Source: an optimization exercise on an open RTL-to-GDS flow (aim: small area and a short achievable clock period). Production flows keep margins and buffers that such runs may drop. Only simulation tests tie the RTL to the original design; equivalence was not proved. Power figures rest on the tool's default switching activity, not on a simulated workload.

==> flow/design.v, too long to show whole: its modules and the start of the top module <==
// module windlass_mac: 1359 lines
// module wm_fa: 4 lines
// module wm_fa1: 4 lines
// module wm_ha: 4 lines
// module wm_nand: 3 lines
// module wm_xnor: 3 lines
// module wm_xor: 3 lines
// module wm_inv: 3 lines
// module wm_gpa: 4 lines
// module wm_ga: 3 lines
// module wm_gpo: 4 lines
// module wm_go: 3 lines
module windlass_mac (
    input  wire        clk,
    input  wire        rst,
    input  wire        in_valid,
    input  wire        in_last,
    input  wire [31:0] in_a,
    input  wire [31:0] in_s,
    output reg         out_valid,
    output reg  [63:0] out_c
);
  // ...
==> flow/flow/run.sh <==
#!/bin/bash
# Layout flow: the standard synthesis, unchanged, then the standard ORFS
# steps (floorplan to finish) with different repair settings:
#   - up to and including CTS, timing repair aims at the setup margin in
#     flow/margin.txt, so that the resizer works the design towards a shorter
#     period than the clock's; after CTS (global route onwards) it aims at the
#     margin in flow/margin_route.txt;
#   - extra make variables from flow/args.txt, one per line (resizer and
#     port-buffer options).
# The clock, the SDC and the design are the standard flow's. Each step's full output is
# in orfs/logs/ (ORFS's own logs) and in synth.log / cts.log / layout.log here.
set -uo pipefail
MARGIN=$(cat flow/margin.txt)
MARGIN_ROUTE=$(cat flow/margin_route.txt)
mapfile -t EXTRA < flow/args.txt
bash standard.sh synth > synth.log 2>&1 || exit 1
bash standard.sh SETUP_SLACK_MARGIN=$MARGIN TNS_END_PERCENT=100 "${EXTRA[@]}" cts > cts.log 2>&1 || exit 1
bash standard.sh SETUP_SLACK_MARGIN=$MARGIN_ROUTE TNS_END_PERCENT=100 "${EXTRA[@]}" finish > layout.log 2>&1
==> flow/flow/args.txt <==
MATCH_CELL_FOOTPRINT=0
BUFFER_PORTS_ARGS=-buffer_cell sky130_fd_sc_hd__buf_2
==> flow/flow/margin.txt <==
7.6
==> flow/flow/margin_route.txt <==
0
==> flow/standard.sh <==
#!/bin/bash
# synth_recipe.tcl (not shown) runs the flow's synth.tcl, then flattens the netlist and writes it again
# the make line also repeats each setting of config.mk as NAME=value (left out here)
make -C /OpenROAD-flow-scripts/flow DESIGN_CONFIG=/design/flow/config.mk WORK_HOME=/design/flow/orfs CLKGATE_MAP_FILE= SYNTH_SCRIPT=/design/flow/synth_recipe.tcl "${@:-finish}"
==> flow/config.mk <==
export PLATFORM = sky130hd
export DESIGN_NAME = windlass_mac
export DESIGN_NICKNAME = windlass_mac
export VERILOG_FILES = /design/flow/design.v
export SDC_FILE = /design/flow/constraint.sdc
export NUM_CORES = 4
export LEC_CHECK = 0
export CAP_MARGIN = 20
export CORE_MARGIN = 2
export CORE_UTILIZATION = 55
export SLEW_MARGIN = 20
export SYNTH_HIERARCHICAL = 1
export SYNTH_MINIMUM_KEEP_SIZE = 0
==> flow/constraint.sdc <==
create_clock -name core_clock -period 11.0 [get_ports {clk}]
set_input_delay 2.2000 -clock core_clock [delete_from_list [all_inputs] [get_ports {clk}]]
set_output_delay 2.2000 -clock core_clock [all_outputs]
set_load 0.01 [all_outputs]
==> reports/metrics.yaml, run 1 <==
setup_path:
  crit_required_ps: 11440
  endpoint_kind: "register"
  arrival_ps: 3950
  regToRegEndpoint: "r3[32]"
  path_max_fanout: 16
  rr_startpoint: "an_r[10]"
timing:
  hold_slack_ps: 411
  fmax_ghz: 0.285
  post-route-period-util: 0.319
  tightest_slew_ps: 1050
layout:
  layout-drive-gt1-share: 0.176
  regArea_mm2: 0.00795
  sh_seq_area: 0.224
  comb.multi_input.count: 2296
  buf_share: 0.0255
  inverters: 179
  top_area_cell_class: "multi-input combinational cells"
synthesis:
  synth_xor_area_frac: 0.174
  synth_most_common_cell: "xnor2_1"
  synth_cell_types: 32
  synthFlopType: "dfxtp_1"
placed_design:
  dpl_worst_slack_ps: 6860
  post_dp_cell_area_mm2: 0.0334
  dp_cells: 3804
power_and_ir_drop:
  power.leakage_nw: 14.6
  powerClk_mw: 1.61
grt:
  overflow: 0
  grt-busiest-layer: "met2"
  grt_pass1_vias: 25117
cts:
  tritoncts: "yes"
flow_run:
  maxCapViolCount: 0
outcome:
  status: "complete, no violations"
floorplan:
  die_h_um: 251
==> inputs of run 2 (changes only) <==
--- a/flow/config.mk
+++ b/flow/config.mk
@@ -7,7 +7,7 @@
 export LEC_CHECK = 0
 export CAP_MARGIN = 20
 export CORE_MARGIN = 2
-export CORE_UTILIZATION = 55
+export CORE_UTILIZATION = 40
 export SLEW_MARGIN = 20
 export SYNTH_HIERARCHICAL = 1
 export SYNTH_MINIMUM_KEEP_SIZE = 0
==> run 2 against run 1 <==
Net effect: still clean; clock skew is 3.1 ps lower; non-clock buffer count is 4 higher; count of clock-buffer cells in the layout is 1 higher; worst hold slack better by 48 ps; area after synthesis stayed put; die area is 37% higher; critical path depth is 1 higher; clock power is 4% higher; core utilization is 16 points lower; synthesized cell count stayed put; design area is 1.6% higher; critical path type unchanged; critical endpoint is now r3[34].
==> reports/metrics.yaml, run 2 <==
synthesis:
  synth_common_cells: "496 x xnor2_1, 481 x fa_1, 394 x dfxtp_1"  # unchanged
  synthFlopType: "dfxtp_1"  # unchanged
  netlist_instances: 3169  # unchanged
  avgSynthCellArea_um2: 10.6  # unchanged
  synth_top_area_cell: "fa_1"  # unchanged
  async_flop_share: 0  # unchanged
  ys_seq_elements: 394  # unchanged
  synth_top_area_share: 0.286  # unchanged
  synth_cell_types: 32  # unchanged
  synth_nets: 3780  # unchanged
  synth_edf_count: 0  # unchanged
  synth_area_mm2: 0.0336  # unchanged
  synth_most_common_cell: "xnor2_1"  # unchanged
  ys_warn_count: 7  # unchanged
  yosysSeqAreaShare: 0.234  # unchanged
  ys_top_cells_by_area: "fa_1 29%, dfxtp_1 23%, xnor2_1 13%"  # unchanged
cts:
  cts_made_buffers: 46  # unchanged
  clk_pin_slew_ps: 60  # about the same
  cts_root_buf: "clkbuf_16"  # unchanged
  clk_latency_ps: 610  # was 600 ps
  tritoncts: "yes"  # unchanged
  cts-htree-levels: 2  # unchanged
  cts_hold_buf: 0  # unchanged
  clock_sinks: 394  # unchanged
  cts_buffer_depth: 3  # unchanged
layout:
  reg_top3: "out_c (64), r0 (63), r1 (53)"  # unchanged
  layout-drive-gt1-share: 0.181  # was 0.176
  final_common_cell: "fa_1"  # unchanged
  final.fill_count: 7855  # was 5204
  nets: 3695  # was 3691
  largest_reg_flops: 64  # unchanged
  syn_to_final_growth_pct: 7.34  # was 5.65%
  top_register: "out_c"  # unchanged
  final_cell_mix: "481 x fa_1, 476 x xnor2_1, 359 x o22ai_1"  # was 481 x fa_1, 474 x xnor2_1, 359 x o22ai_1
routing:
  wire_per_inst_um: 24.1  # was 25.8 um
  vias: 23467  # was 23793
  initialDrtViolationCount: 1997  # was 2220
  routed_wl_um: 101000  # about the same
  drcViolationCount: 0  # unchanged
  drt_pass1_iterations: 6  # unchanged
  antenna_left: 0  # unchanged
  routed_via_density: 5.58  # was 6.10
timing:
  tightest_slew_ps: 1090  # was 1050 ps
  slew_headroom: 0.272  # was 0.299
  finalClockSkew_ps: 35.5  # was 38.6 ps
  fin_tns_setup_ps: 0  # unchanged
  setup_viol: 0  # unchanged
  fmax_ghz: 0.287  # was 0.285 GHz
  post-route-period-util: 0.317  # was 0.319
  rsz0062_at_grt: "no"  # unchanged
  finalHoldViolations: 0  # unchanged
  fin_crit_ps: 3490  # was 3510 ps
  drv_slew: 0  # unchanged
flow_run:
  maxCapViolCount: 0  # unchanged
floorplan:
  die_area_mm2: 0.0864  # was 0.0632 mm^2
  die_w_um: 294  # was 251 um
  ios: 133  # unchanged
  die_h_um: 294  # was 251 um
  start_util: 0.403  # was 0.557
  core_area_mm2: 0.0834  # was 0.0604 mm^2
  rows: 106  # was 90
placed_design:
  place_hpwl_um: 77200  # was 78000 um
  portBuffers: 132  # unchanged
  place_congestion: 0.929  # was 0.935
power_and_ir_drop:
  peakVddDrop_mv: 0.276  # was 0.298 mV
  power.leakage_nw: 14.6  # about the same
  powerDensity_mw_per_mm2: 354  # was 359 mW/mm^2
  power.total_mw: 12.8  # about the same
worst_hold_path:
  hold_path.class: "register to register"  # unchanged
grt:
  overflow: 0  # unchanged
  grt_pass1_wl_um: 153000  # was 155000 um
  grt_max_degree: 64  # unchanged
  antenna_found_initial: 3  # was 2
  track_usage: 0.234  # was 0.323
  grt_pass1_vias: 23874  # was 25117
setup_path:
  path_max_fanout: 16  # unchanged
  endpoint_kind: "register"  # unchanged
  crit_required_ps: 11440  # about the same
  critical_path_class: "register to register"  # unchanged
  startpoint_type: "register"  # unchanged
  arrival_ps: 3930  # was 3950 ps
outcome:
  status: "complete, no violations"  # unchanged
run 2: kinds of logic (layout without fill, tap and decap cells):
| family | count (synthesis) | after routing | synth area share |
|---|---|---|---|
| AOI/OAI and AO/OA | 719 | 719 | 0.154 |
| buffers and inverters | 479 | 431 | 0.0802 |
| and+or+nand+nor | 366 | 366 | 0.0484 |
| xor gates and xnor gates | 668 | 668 | 0.174 |
| DFF | 394 | 394 | 0.234 |
| other | 0 | 3 | 0 |
| adders and majority gates | 543 | 543 | 0.309 |
run 2: per-stage QoR:
step	hold WS, ps	setup WS, ps	area [um^2]	cells	util
after floorplan	326	7790	33600	3169	-
after global placement	454	7290	33800	4105	0.405
after detailed placement	434	7280	33800	4105	0.405
after CTS	461	7580	36100	4201	0.433
after global routing	472	7310	36100	4202	0.433
final	459	7510	36100	4204	0.433
run 2: worst paths after layout:
| path | startpoint | cells after the start | to | slack (ps) |
|---|---|---|---|---|
| setup / recovery | a_r[30] | 7 | r3[34] | 7510 |
| hold reg to reg | l0 | 1 | l1 | 460 |
| setup reg to reg | a_r[30] | 7 | r3[34] | 7510 |
| hold / removal | l0 | 1 | l1 | 460 |
run 2: final cells by class:
class | count | area [um^2] | share of cell area
timing repair buffer | 167 | 986 | 0.0273
multi-input combinational | 2296 | 23400 | 0.648
sequential | 394 | 7970 | 0.221
clock buffer | 54 | 1240 | 0.0344
antenna | 3 | 7.51 | 0.000208
tap | 1080 | 1350 | 0.0374
inverter | 179 | 706 | 0.0195
clock inverter | 31 | 433 | 0.0120
run 2: power by group:
part | switching (mW) | internal (mW)
clock | 0.679 | 0.994
combinational | 5.02 | 3.66
sequential | 0.415 | 2.01
total | 6.11 | 6.66
run 2: modules after synthesis, one instance, submodules excluded, excerpt:
module / cells / copies in the design / flip-flops and latches / cell area [um^2]
wm_gpa: 2 / 52 / 0 / 12.5
wm_inv: 1 / 18 / 0 / 3.75
wm_fa: 1 / 481 / 0 / 20.0
wm_go: 1 / 41 / 0 / 5.00
wm_nand: 1 / 62 / 0 / 3.75
wm_xnor: 1 / 104 / 0 / 8.76
wm_xor: 1 / 21 / 0 / 8.76
wm_fa1: 5 / 16 / 0 / 27.5
wm_ha: 1 / 46 / 0 / 12.5
wm_ga: 1 / 20 / 0 / 8.76
wm_gpo: 2 / 72 / 0 / 12.5
run 2: layer usage:
layer / part of all wire / up-vias / global-route usage
met1: 0.41 / 11636 / 0.322
li1: - / 10285 / -
met3: 0.098 / 232 / 0.0450
met4: 0.044 / 0 / 0.0935
met5: 0 / - / 0
met2: 0.45 / 1314 / 0.362
run 2: repair_timing:
action | CTS | global route
setup buffers | 11 | 0
endpoints found under the setup margin | 91 | 0
gates resized for setup | 142 | 0
run 2: critical path, cell delays in order (launching register included):
cell	delay [ps]
dfxtp_1	300
inv_1	460
o22ai_1	210
xnor2_1	270
fa_1	530
fa_1	570
fa_1	450
fa_1	520
==> inputs of run 3 (changes only) <==
--- a/flow/config.mk
+++ b/flow/config.mk
@@ -7,7 +7,8 @@
 export LEC_CHECK = 0
 export CAP_MARGIN = 20
 export CORE_MARGIN = 2
-export CORE_UTILIZATION = 40
+export CORE_UTILIZATION = 55
+export CTS_CLUSTER_SIZE = 24
 export SLEW_MARGIN = 20
 export SYNTH_HIERARCHICAL = 1
 export SYNTH_MINIMUM_KEEP_SIZE = 0
==> run 3 against run 2 <==
Net effect: count of clock-buffer cells in the layout grew 1; via count grew 1.1%; setup slack lost 45 ps; critical endpoint is now r3[32]; critical path type unchanged; still clean.
==> reports/metrics.yaml, run 3 <==
floorplan:
  core_area_mm2: 0.0604  # was 0.0834 mm^2
  die_h_um: 251  # was 294 um
  die_area_mm2: 0.0632  # was 0.0864 mm^2
  rows: 90  # was 106
  start_util: 0.557  # was 0.403
  die_w_um: 251  # was 294 um
  ios: 133  # unchanged
placed_design:
  place_congestion: 0.935  # was 0.929
  portBuffers: 132  # unchanged
  place_hpwl_um: 78000  # was 77200 um
routing:
  highest-signal-layer: "met4"  # unchanged
  routed_wl_um: 101000  # about the same
  drt_pass1_iterations: 7  # was 6
  initialDrtViolationCount: 2456  # was 1997
  routed_via_density: 6.08  # was 5.58
  vias: 23728  # was 23467
  met2_wirelength_um: 44400  # was 45200 um
  antenna_left: 0  # unchanged
  wire_per_inst_um: 25.8  # was 24.1 um
  route.met3.wl_um: 11000  # was 9870 um
  wirelength_met1_um: 42500  # was 41700 um
  drcViolationCount: 0  # unchanged
setup_path:
  critical_path_class: "register to register"  # unchanged
  rr_startpoint: "x2_r[12]"  # was a_r[30]
  startpoint_type: "register"  # unchanged
  endpoint_kind: "register"  # unchanged
  path_max_fanout: 16  # unchanged
  crit_required_ps: 11470  # was 11440 ps
  arrival_ps: 4000  # was 3930 ps
  rr_worst_depth: 7  # unchanged
  regToRegEndpoint: "r3[32]"  # was r3[34]
  r2r_setup_slack_ps: 7470  # was 7510 ps
cts:
  cts-htree-levels: 2  # unchanged
  cts_hold_buf: 0  # unchanged
  clk_latency_ps: 600  # was 610 ps
  cts_root_buf: "clkbuf_16"  # unchanged
  tritoncts: "yes"  # unchanged
  cts_buffer_depth: 3  # unchanged
  cts_made_buffers: 46  # unchanged
  clk_pin_slew_ps: 60  # about the same
  clock_sinks: 394  # unchanged
power_and_ir_drop:
  power.leakage_nw: 14.6  # about the same
  comb_power_share: 0.683  # was 0.679
  pwr-share-clk: 0.127  # was 0.131
  p_sw_frac: 0.477  # was 0.478
  p_int_mw: 6.68  # was 6.66 mW
  switchingPower_mw: 6.08  # was 6.11 mW
  peakVddDrop_mv: 0.309  # was 0.276 mV
  powerDensity_mw_per_mm2: 359  # was 354 mW/mm^2
  p_seq_frac: 0.190  # about the same
layout:
  reg_top3: "out_c (64), r0 (63), r1 (53)"  # unchanged
  syn_to_final_growth_pct: 5.64  # was 7.34%
  nets: 3692  # was 3695
  largest_reg_flops: 64  # unchanged
  final_common_cell: "fa_1"  # unchanged
  top_register: "out_c"  # unchanged
  final_cell_mix: "481 x fa_1, 476 x xnor2_1, 359 x o22ai_1"  # unchanged
  layout-drive-gt1-share: 0.174  # was 0.181
flow_run:
  maxCapViolCount: 0  # unchanged
timing:
  drv_slew: 0  # unchanged
  slew_headroom: 0.284  # was 0.272
  post-route-period-util: 0.321  # was 0.317
  rsz0062_at_grt: "no"  # unchanged
  finalHoldViolations: 0  # unchanged
  fmax_ghz: 0.283  # was 0.287 GHz
  fin_tns_setup_ps: 0  # unchanged
  fin_crit_ps: 3530  # was 3490 ps
  tightest_slew_ps: 1070  # was 1090 ps
  setup_viol: 0  # unchanged
  finalClockSkew_ps: 29.1  # was 35.5 ps
  hold_slack_ps: 410  # was 459 ps
synthesis:
  synth_area_mm2: 0.0336  # unchanged
  synthFlopType: "dfxtp_1"  # unchanged
  synth_nets: 3780  # unchanged
  synth_common_cells: "496 x xnor2_1, 481 x fa_1, 394 x dfxtp_1"  # unchanged
  avgSynthCellArea_um2: 10.6  # unchanged
  synth_top_area_cell: "fa_1"  # unchanged
  yosysSeqAreaShare: 0.234  # unchanged
  netlist_instances: 3169  # unchanged
  synth_edf_count: 0  # unchanged
  ys_warn_count: 7  # unchanged
  ys_seq_elements: 394  # unchanged
  synth_cell_types: 32  # unchanged
  async_flop_share: 0  # unchanged
  synth_top_area_share: 0.286  # unchanged
  ys_top_cells_by_area: "fa_1 29%, dfxtp_1 23%, xnor2_1 13%"  # unchanged
  synth_most_common_cell: "xnor2_1"  # unchanged
worst_hold_path:
  hold_path.class: "register to register"  # unchanged
  worstHoldEndpoint: "clrn"  # was l1
  min_from: "rst_d"  # was l0
  hold_depth: 1  # unchanged
grt:
  antenna_found_initial: 1  # was 3
  overflow: 0  # unchanged
  grt_max_degree: 64  # unchanged
  grt_pass1_wl_um: 155000  # was 153000 um
  grt_pass1_vias: 25120  # was 23874
  track_usage: 0.323  # was 0.234
outcome:
  status: "complete, no violations"  # unchanged
## run 3: cell counts after synthesis
Identical to the previous run, type by type.
## run 3: routing by layer
metal / GRT usage / up-vias
met4: 0.0951 / 0
met1: 0.457 / 11886
met3: 0.0786 / 215
li1: - / 10275
met2: 0.494 / 1352
met5: 0 / -
## run 3: how the worst max path moves through the flow
stage                         from   endpoint  slack [ps]  cells past startpoint
after floorplan             r0[29]  out_c[63]        7790                     12
after global placement         clr  out_c[63]        6930                     11
after detailed placement       clr  out_c[63]        6860                     11
after CTS                   r0[29]  out_c[43]        7550                     13
after global routing           clr  out_c[61]        7290                     11
final                     x2_r[12]     r3[32]        7470                      7
## run 3: cells by family after synthesis
| kind of cell | Yosys count | share of synthesized area |
|---|---|---|
| fa+ha+maj | 543 | 0.309 |
| simple gates | 366 | 0.0484 |
| compound gates | 719 | 0.154 |
| buf+inv | 479 | 0.0802 |
| flops | 394 | 0.234 |
| xor+xnor | 668 | 0.174 |
## run 3: power groups by stage
stage	clock [mW]	combinational, mW	sequential [mW]
2_1_floorplan	0	6.24	2.25
3_3_place_gp	0	7.97	2.44
3_5_place_dp	0	8.08	2.45
4_1_cts	1.66	8.73	2.42
5_1_grt	1.71	9.61	2.47
6_report	1.62	8.72	2.42
## run 3: what timing repair did
action,in CTS,in global routing
resized for setup,115,0
setup buffers,11,0
endpoints found under the setup margin,86,0
## run 3: Yosys stat by module (local to each module, per instance), excerpt
module        copies in the design  cells  area, um^2
wm_inv                          18      1        3.75
wm_ha                           46      1        12.5
wm_gpa                          52      2        12.5
wm_xor                          21      1        8.76
wm_gpo                          72      2        12.5
wm_xnor                        104      1        8.76
wm_fa                          481      1        20.0
wm_nand                         62      1        3.75
wm_fa1                          16      5        27.5
windlass_mac                     1   2048       19700
## run 3: per-stage QoR
step,cells,instance area [um^2],power (mW),util,setup WS (ps)
floorplan,3169,33600,8.49,-,7790
global placement,3804,33400,10.4,0.554,6930
detailed placement,3804,33400,10.5,0.554,6860
CTS,3900,35500,12.8,0.589,7550
global route,3900,35500,13.8,0.589,7290
finish,3901,35500,12.8,0.589,7470
## run 3: layout make-up
class | count | area, um^2
antenna | 1 | 2.50
multi-input combinational | 2296 | 23400
clock inverter | 30 | 332
clock buffer | 55 | 1300
tap | 782 | 978
sequential | 394 | 7940
fill | 5190 | 24800
timing repair buffer | 164 | 913
inverter | 179 | 702
## run 3: critical path, cell delays in order (launching register included)
cell     delay (ps)
dfxtp_1         300
inv_1           610
o22ai_1         220
xor2_1          220
fa_1            500
fa_1            510
fa_1            590
fa_1            450

## separate check: timing with driven ports
In the flow no input, the clock included, has a driving cell. The finished layouts below were timed again as built, in two steps. Step 1: set_driving_cell puts a clkbuf_16 on clk and a buf_2 on each other input, an assumption about the parent block. Step 2 adds t to the input delays and takes it off the output delays; t is the mean of the earliest and latest rising clock arrival at the registers after step 1. Input paths then give back, and output paths get back, about the clock's delay inside the block. Three values: ideal, step 1, step 2; two values: the first two.
| run | t (ns) | setup slack, ns | worst setup path at the end | worst register clock-pin slew, ns | pins driven straight from the clock port |
|---|---|---|---|---|---|
| run 1 | 0.643 | 7.489 / 7.489 / 7.294 | input to register | 0.07 / 0.07 | 1 |
| run 2 | 0.652 | 7.514 / 7.514 / 7.352 | input to register | 0.08 / 0.08 | 1 |
| run 3 | 0.646 | 7.469 / 7.469 / 7.304 | input to register | 0.07 / 0.07 | 1 |
After both steps every run listed still meets setup and hold. The setup slack of run 1, which loses most, moves by 0.000 ns with the drivers and by -0.195 ns with both steps.
